This is an optimization exercise on Yosys and OpenROAD, whose aim is small area, not a production implementation. Only simulation tests tie the RTL to the original design; equivalence was not proved. Power and IR drop assume default switching activity.

==> flow/design.v <==
module lpe_vstage (
    input  wire        clk,
    input  wire        rst,
    input  wire        clear,       
    input  wire        start,       
    input  wire [15:0] e,           
    input  wire [15:0] kp_k,        
    input  wire [3:0]  kp_s,
    input  wire [15:0] ki_k,
    input  wire [3:0]  ki_s,
    input  wire [15:0] ilim_lo,     
    input  wire [15:0] ilim_hi,
    input  wire [15:0] ulim_lo,     
    input  wire [15:0] ulim_hi,
    input  wire        cond,        
    input  wire        bq1_en,
    input  wire [15:0] bq1_b0, bq1_b1, bq1_b2, bq1_a1, bq1_a2,    
    input  wire        bq2_en,
    input  wire [15:0] bq2_b0, bq2_b1, bq2_b2, bq2_a1, bq2_a2,
    input  wire [15:0] vulim_lo,    
    input  wire [15:0] vulim_hi,
    output reg         done,
    output reg  [15:0] iq0,
    output reg         clamp_i
);
    localparam S_IDLE = 4'd0, S_P = 4'd1, S_I = 4'd2, S_U = 4'd3,
               S_B0 = 4'd4, S_B1 = 4'd5, S_B2 = 4'd6, S_A1 = 4'd7, S_A2 = 4'd8,
               S_BE = 4'd9, S_FIN = 4'd10;
    localparam signed [39:0] Q30_MIN = -40'sd1073741824;            
    localparam signed [39:0] Q30_MAX =  40'sd1073709056;            
    reg [3:0] state;
    reg       bq;                    
    reg signed [39:0] integ;         
    reg signed [1:0]  lim_prev;      
    reg signed [15:0] x1 [0:1];
    reg signed [15:0] x2 [0:1];
    reg signed [31:0] y1 [0:1];      
    reg signed [31:0] y2 [0:1];
    reg signed [15:0] e_r;
    reg signed [39:0] gp;            
    reg signed [15:0] y;             
    reg signed [39:0] acc;           
    reg               cli;           
    function automatic signed [39:0] rdiv15(input signed [39:0] n);
        begin
            if (n >= 0) rdiv15 = (n + 40'sd16384) >>> 15;
            else        rdiv15 = (n + 40'sd16383) >>> 15;
        end
    endfunction
    function automatic signed [47:0] rdiv13(input signed [47:0] n);
        begin
            if (n >= 0) rdiv13 = (n + 48'sd4096) >>> 13;
            else        rdiv13 = (n + 48'sd4095) >>> 13;
        end
    endfunction
    function automatic signed [15:0] sat15(input signed [39:0] n);
        begin
            if (n > 40'sd32767)       sat15 = 16'sd32767;
            else if (n < -40'sd32768) sat15 = -16'sd32768;
            else                      sat15 = n[15:0];
        end
    endfunction
    reg  signed [15:0] ma;
    reg  signed [31:0] mb;
    wire signed [47:0] prod = ma * mb;
    wire signed [47:0] pr13 = rdiv13(prod);      
    wire [15:0] b0 = bq ? bq2_b0 : bq1_b0;
    wire [15:0] b1 = bq ? bq2_b1 : bq1_b1;
    wire [15:0] b2 = bq ? bq2_b2 : bq1_b2;
    wire [15:0] a1 = bq ? bq2_a1 : bq1_a1;
    wire [15:0] a2 = bq ? bq2_a2 : bq1_a2;
    always @(*) begin
        case (state)
            S_P:     begin ma = kp_k; mb = {{16{e_r[15]}}, e_r}; end
            S_I:     begin ma = ki_k; mb = {{16{e_r[15]}}, e_r}; end
            S_B0:    begin ma = b0;   mb = {{16{y[15]}}, y}; end
            S_B1:    begin ma = b1;   mb = {{16{x1[bq][15]}}, x1[bq]}; end
            S_B2:    begin ma = b2;   mb = {{16{x2[bq][15]}}, x2[bq]}; end
            S_A1:    begin ma = a1;   mb = y1[bq]; end
            S_A2:    begin ma = a2;   mb = y2[bq]; end
            default: begin ma = 16'sd0; mb = 32'sd0; end
        endcase
    end
    wire [3:0]         gs   = (state == S_P) ? kp_s : ki_s;
    wire signed [39:0] gprd = $signed(prod[39:0]) <<< gs;
    wire signed [39:0] ilo  = $signed({{24{ilim_lo[15]}}, ilim_lo}) <<< 15;
    wire signed [39:0] ihi  = $signed({{24{ilim_hi[15]}}, ilim_hi}) <<< 15;
    wire               hold = cond && ((lim_prev == 2'sd1 && e_r > 16'sd0) ||
                                       (lim_prev == -2'sd1 && e_r < 16'sd0));
    wire signed [39:0] isum = integ + gprd;
    wire signed [39:0] usum = gp + integ;
    wire signed [39:0] uraw = rdiv15(usum);
    wire signed [15:0] us   = sat15(uraw);
    wire signed [15:0] ulo  = ulim_lo;
    wire signed [15:0] uhi  = ulim_hi;
    wire signed [15:0] u    = (us < ulo) ? ulo : (us > uhi) ? uhi : us;
    wire signed [39:0] braw = rdiv15(acc);
    wire signed [15:0] by   = sat15(braw);
    wire signed [31:0] by1  = (acc < Q30_MIN) ? Q30_MIN[31:0] :
                              (acc > Q30_MAX) ? Q30_MAX[31:0] : acc[31:0];
    wire signed [15:0] vlo = vulim_lo;
    wire signed [15:0] vhi = vulim_hi;
    wire signed [15:0] fy  = (y < vlo) ? vlo : (y > vhi) ? vhi : y;
    wire run_bq2 = bq2_en;
    always @(posedge clk) begin
        if (rst) begin
            state    <= S_IDLE;
            bq       <= 1'b0;
            done     <= 1'b0;
            iq0      <= 16'd0;
            clamp_i  <= 1'b0;
            cli      <= 1'b0;
            integ    <= 40'sd0;
            lim_prev <= 2'sd0;
            x1[0] <= 16'sd0; x2[0] <= 16'sd0; y1[0] <= 32'sd0; y2[0] <= 32'sd0;
            x1[1] <= 16'sd0; x2[1] <= 16'sd0; y1[1] <= 32'sd0; y2[1] <= 32'sd0;
            e_r <= 16'sd0; gp <= 40'sd0; y <= 16'sd0; acc <= 40'sd0;
        end else begin
            done <= 1'b0;
            case (state)
                S_IDLE: begin
                    if (clear) begin
                        integ    <= 40'sd0;
                        lim_prev <= 2'sd0;
                        x1[0] <= 16'sd0; x2[0] <= 16'sd0; y1[0] <= 32'sd0; y2[0] <= 32'sd0;
                        x1[1] <= 16'sd0; x2[1] <= 16'sd0; y1[1] <= 32'sd0; y2[1] <= 32'sd0;
                    end else if (start) begin
                        e_r   <= e;
                        state <= S_P;
                    end
                end
                S_P: begin
                    gp    <= gprd;
                    state <= S_I;
                end
                S_I: begin
                    cli <= 1'b0;
                    if (!hold) begin
                        if (isum < ilo) begin
                            integ <= ilo; cli <= 1'b1;
                        end else if (isum > ihi) begin
                            integ <= ihi; cli <= 1'b1;
                        end else begin
                            integ <= isum;
                        end
                    end
                    state <= S_U;
                end
                S_U: begin
                    y        <= u;
                    lim_prev <= (u < uraw) ? 2'sd1 : (u > uraw) ? -2'sd1 : 2'sd0;
                    acc      <= 40'sd0;
                    if (bq1_en) begin
                        bq    <= 1'b0;
                        state <= S_B0;
                    end else begin
                        x1[0] <= 16'sd0; x2[0] <= 16'sd0; y1[0] <= 32'sd0; y2[0] <= 32'sd0;
                        if (run_bq2) begin
                            bq    <= 1'b1;
                            state <= S_B0;
                        end else begin
                            x1[1] <= 16'sd0; x2[1] <= 16'sd0; y1[1] <= 32'sd0; y2[1] <= 32'sd0;
                            state <= S_FIN;
                        end
                    end
                end
                S_B0: begin acc <= acc + ($signed(prod[39:0]) <<< 2); state <= S_B1; end
                S_B1: begin acc <= acc + ($signed(prod[39:0]) <<< 2); state <= S_B2; end
                S_B2: begin acc <= acc + ($signed(prod[39:0]) <<< 2); state <= S_A1; end
                S_A1: begin acc <= acc - pr13[39:0];        state <= S_A2; end
                S_A2: begin acc <= acc - pr13[39:0];        state <= S_BE; end
                S_BE: begin
                    y <= by;
                    if (by < braw)      lim_prev <= 2'sd1;
                    else if (by > braw) lim_prev <= -2'sd1;
                    x2[bq] <= x1[bq];
                    x1[bq] <= y;
                    y2[bq] <= y1[bq];
                    y1[bq] <= by1;
                    acc    <= 40'sd0;
                    if (!bq && run_bq2) begin
                        bq    <= 1'b1;
                        state <= S_B0;
                    end else begin
                        if (!bq) begin
                            x1[1] <= 16'sd0; x2[1] <= 16'sd0; y1[1] <= 32'sd0; y2[1] <= 32'sd0;
                        end
                        state <= S_FIN;
                    end
                end
                S_FIN: begin
                    iq0     <= fy;
                    clamp_i <= cli;
                    if (fy < y)      lim_prev <= 2'sd1;
                    else if (fy > y) lim_prev <= -2'sd1;
                    done  <= 1'b1;
                    state <= S_IDLE;
                end
                default: state <= S_IDLE;
            endcase
        end
    end
endmodule
==> flow/run.sh <==
#!/bin/bash
# synth_recipe.tcl (not shown) runs the flow's synth.tcl, then flattens the netlist and writes it again
# the make line also repeats each setting of config.mk as NAME=value (left out here)
make -C /OpenROAD-flow-scripts/flow DESIGN_CONFIG=/design/flow/config.mk WORK_HOME=/design/flow/orfs CLKGATE_MAP_FILE= SYNTH_SCRIPT=/design/flow/synth_recipe.tcl finish
==> flow/config.mk <==
export PLATFORM = sky130hd
export DESIGN_NAME = lpe_vstage
export DESIGN_NICKNAME = lpe_vstage
export VERILOG_FILES = /design/flow/design.v
export SDC_FILE = /design/flow/constraint.sdc
export NUM_CORES = 4
export LEC_CHECK = 0
export CAP_MARGIN = 20
export CORE_MARGIN = 2
export CORE_UTILIZATION = 40
export PLACE_DENSITY = 0.6
export SLEW_MARGIN = 20
==> flow/constraint.sdc <==
create_clock -name core_clock -period 15.0 [get_ports {clk}]
set_input_delay 3.0000 -clock core_clock [delete_from_list [all_inputs] [get_ports {clk}]]
set_output_delay 3.0000 -clock core_clock [all_outputs]
set_load 0.01 [all_outputs]
==> summary.txt <==
==> worst reg2reg max path, delay by kind of cell, from the launching register on <==
family	cells	cell delay, ns
XOR/XNOR	2	0.32
AO/OA/AOI/OAI	22	4.57
buffers and inverters	7	0.92
adder cells (fa/ha/maj)	9	4.03
multiplexers	2	0.35
AND/OR/NAND/NOR	14	2.83
flip-flops	1	0.78
==> path summary, 6_finish.rpt <==
kind / cells past startpoint / from / to / slack (ns)
max: 55 / ki_k[15] / integ[37] / 0.40
min: 2 / y1[1][31] / y1[1][31] / 0.45
max reg2reg: 56 / state[3] / integ[37] / 1.09
min reg2reg: 2 / y1[1][31] / y1[1][31] / 0.45
==> layout make-up <==
cell class	count	area [sq um]
inverters	725	2740
clock buffers	60	1170
diodes	4	10.0
fillers	12300	63300
well taps	1662	2080
flip-flops and latches	371	8400
multi-input cells	5002	40700
clock inverters	18	246
repair buffers	1053	9140
==> synth_stat cells, drive strengths merged, types with 58 or more instances <==
master / instances / area [sq um]
clkbuf: 260 / 977
inv: 724 / 2720
a21oi: 428 / 2150
xnor2: 146 / 1280
dfxtp: 275 / 5510
o21ai: 261 / 1310
o21a: 65 / 488
nand4: 97 / 607
nor2: 807 / 3030
xor2: 96 / 841
nor2b: 73 / 457
nand2: 673 / 2530
fa: 490 / 9810
nor3: 93 / 470
a22oi: 96 / 721
ha: 453 / 5670
and2: 58 / 363
nand3: 89 / 455
a21o: 130 / 976
mux2i: 229 / 2290
nand2b: 61 / 382
edfxtp: 96 / 2880
==> metrics by stage <==
| stage | std cells | area (sq um) | utilization | TNS, ns |
|---|---|---|---|---|
| CTS | 8835 | 62700 | 0.490 | 0 |
| finish | 8895 | 64500 | 0.505 | 0 |
| global route | 8893 | 64500 | 0.505 | -3.36 |
| global placement | 8756 | 61200 | 0.479 | -25.17 |
| detailed placement | 8756 | 61200 | 0.479 | -34.60 |
| floorplan | 6410 | 51700 | - | 0 |
==> metal layers <==
layer  wire [um]  track usage  up-vias  share of wire
met5           0            0        -              0
met4        9690        0.120        0          0.050
met3       14300       0.0405      374          0.073
met2       91100        0.482     2035           0.47
met1       80000        0.375    24500           0.41
li1            -            -    23400              -
==> cell families (layout without fill, tap and decap cells) <==
| kind of cell | Yosys count | after routing | share of synthesized area |
|---|---|---|---|
| AOI/OAI and AO/OA | 1395 | 1395 | 0.178 |
| buffers and inverters | 1037 | 1856 | 0.0766 |
| and+or+nand+nor | 2157 | 2157 | 0.189 |
| other | 0 | 4 | 0 |
| xor gates and xnor gates | 242 | 242 | 0.0411 |
| muxes | 265 | 265 | 0.0528 |
| adders and majority gates | 943 | 943 | 0.300 |
| DFF | 371 | 371 | 0.162 |
==> state kept, by name, indices dropped and copies added (netlist names), 16 cells and up, named ones only <==
signal / count
e_r: 16
y2: 64
y1: 64
integ: 40
gp: 40
y: 16
x1: 32
x2: 32
iq0: 16
acc: 40
==> power by group <==
part           switching [mW]  leakage (nW)  internal [mW]
Clock                   0.475         0.692          0.621
Combinational            1.14          25.5          0.927
Sequential             0.0267          3.27           1.06
==> what timing repair did <==
item                                    in CTS  in global routing
gates resized for setup                     19                362
pin swaps                                    0                232
buffers inserted                             1                 54
endpoints found under the setup margin      41                 51
cloned                                       0                  3
==> impl_metrics.env <==
export IMPL_timing_final_crit_share=0.973
export IMPL_slew_viol_final=0
export IMPL_min_path_type="register to register"
export IMPL_synthFlopType="dfxtp_1"
export IMPL_coreArea_sq_um=128000
export IMPL_tightest_slew_ns=1.12
export IMPL_grt_pass1_wl_um=297000
export IMPL_syn_num_nets=7672
export IMPL_post_route_cells_drive_above_1_share=0.162
export IMPL_cts_sinks=371
export IMPL_layout_common_cells="nor2_1 (777), inv_1 (691), buf_4 (685)"
export IMPL_hold_slack_ns=0.455
export IMPL_post_drt_wl_per_cell_um=21.9
export IMPL_cts_tree="done"
export IMPL_drc=0
export IMPL_dp_final_hpwl_um=157000
export IMPL_power_total_mw=4.25
export IMPL_worst_path_buf_inv=10
export IMPL_dr_pass1_iters=6
export IMPL_clock_latency_ns=0.63
export IMPL_cts_root_buf="clkbuf_16"
export IMPL_maxCapViolations=0
export IMPL_layout_commonest_cell="nor2_1"
export IMPL_clkTransAtPathRegs_ns=0.06
export IMPL_synth_seq_cells=371
export IMPL_finClkSkew_ns=0.0407
export IMPL_cpMaxStageDelayCell="fa_1"
export IMPL_routabilityCongestion=0.997
export IMPL_slew_headroom=0.248
export IMPL_antenna_found_initial=2
export IMPL_wl_um=195000
export IMPL_peakVddDrop_mv=0.0904
export IMPL_synthArstFlopShare=0
export IMPL_path_class="input port to register"
export IMPL_hold_buffers=0
export IMPL_cts_path_max_buffers=3
export IMPL_io_pins=337
export IMPL_ys_warn_count=1
export IMPL_status="finished clean"
export IMPL_ys_types=110
export IMPL_syn_cell_area_sq_um=51600
export IMPL_htreeDepth=2
export IMPL_worstSetupStartpointType="input port"
export IMPL_io_buffers=336
export IMPL_area_growth_pct=25.0
export IMPL_syn_inst=6410
export IMPL_hold_viol=0
export IMPL_synth_seq_area_share=0.162
export IMPL_fin_ws_ns=0.399
export IMPL_fmax_ghz=0.0685
export IMPL_avgSynthCellArea_sq_um=8.05
export IMPL_crit_path_end_kind="register"
export IMPL_dieHeight_um=363
export IMPL_critPathTopFamily="adder cells"
export IMPL_grt_pass1_vias=49600
export IMPL_finalSetupViolations=0
export IMPL_rows=131
export IMPL_dp_slack_ns=-0.887
export IMPL_critPathMaxStageDelay_ns=0.55
export IMPL_power_density_nw_per_um2=65.9
export IMPL_dieArea_sq_um=132000
export IMPL_p_leak_nw=29.5
export IMPL_overflow=0
export IMPL_die_w_um=363
export IMPL_grt_max_degree=75
export IMPL_start_util=0.404
export IMPL_num_vias=50400
export IMPL_ant_nets=0
export IMPL_avgViaCountPerCell=5.66
export IMPL_final_min_clock_period_ns=14.60
export IMPL_arrival_ns=15.13
export IMPL_grt_use_total=0.289
export IMPL_drtIter0Drc=3889
export IMPL_crit_fanout=5
export IMPL_cts_buffers=43
export IMPL_cp_data_required_time_ns=15.53
export IMPL_synth_edff_count=96
export IMPL_final_nets=8458

-- port drivers added, routing unchanged --
No port has a modelled driver above. Below, the same layout with a new extraction and two added sets of constraints. Step 1, drivers: a clkbuf_16 drives clk and a buf_2 each remaining input, both assumed. Step 2 also shifts input and output timing later by t, the mid clock arrival at the registers, as if the neighbouring blocks saw the same clock. a / b / c = ideal ports / drivers / drivers and shift; a / b = the first two.
t (ns): 0.677
setup slack, ns: 0.399 / 0.447 / -0.231
worst setup path at the end: input to register
latest minus earliest clock arrival (ns): 0.041 / 0.041
slew at the worst register clock pin (ns): 0.07 / 0.07
With both steps, setup timing fails in this run, where it was met with ideal ports. The setup slack of this run moves by +0.048 ns with the drivers and by -0.630 ns with both steps.
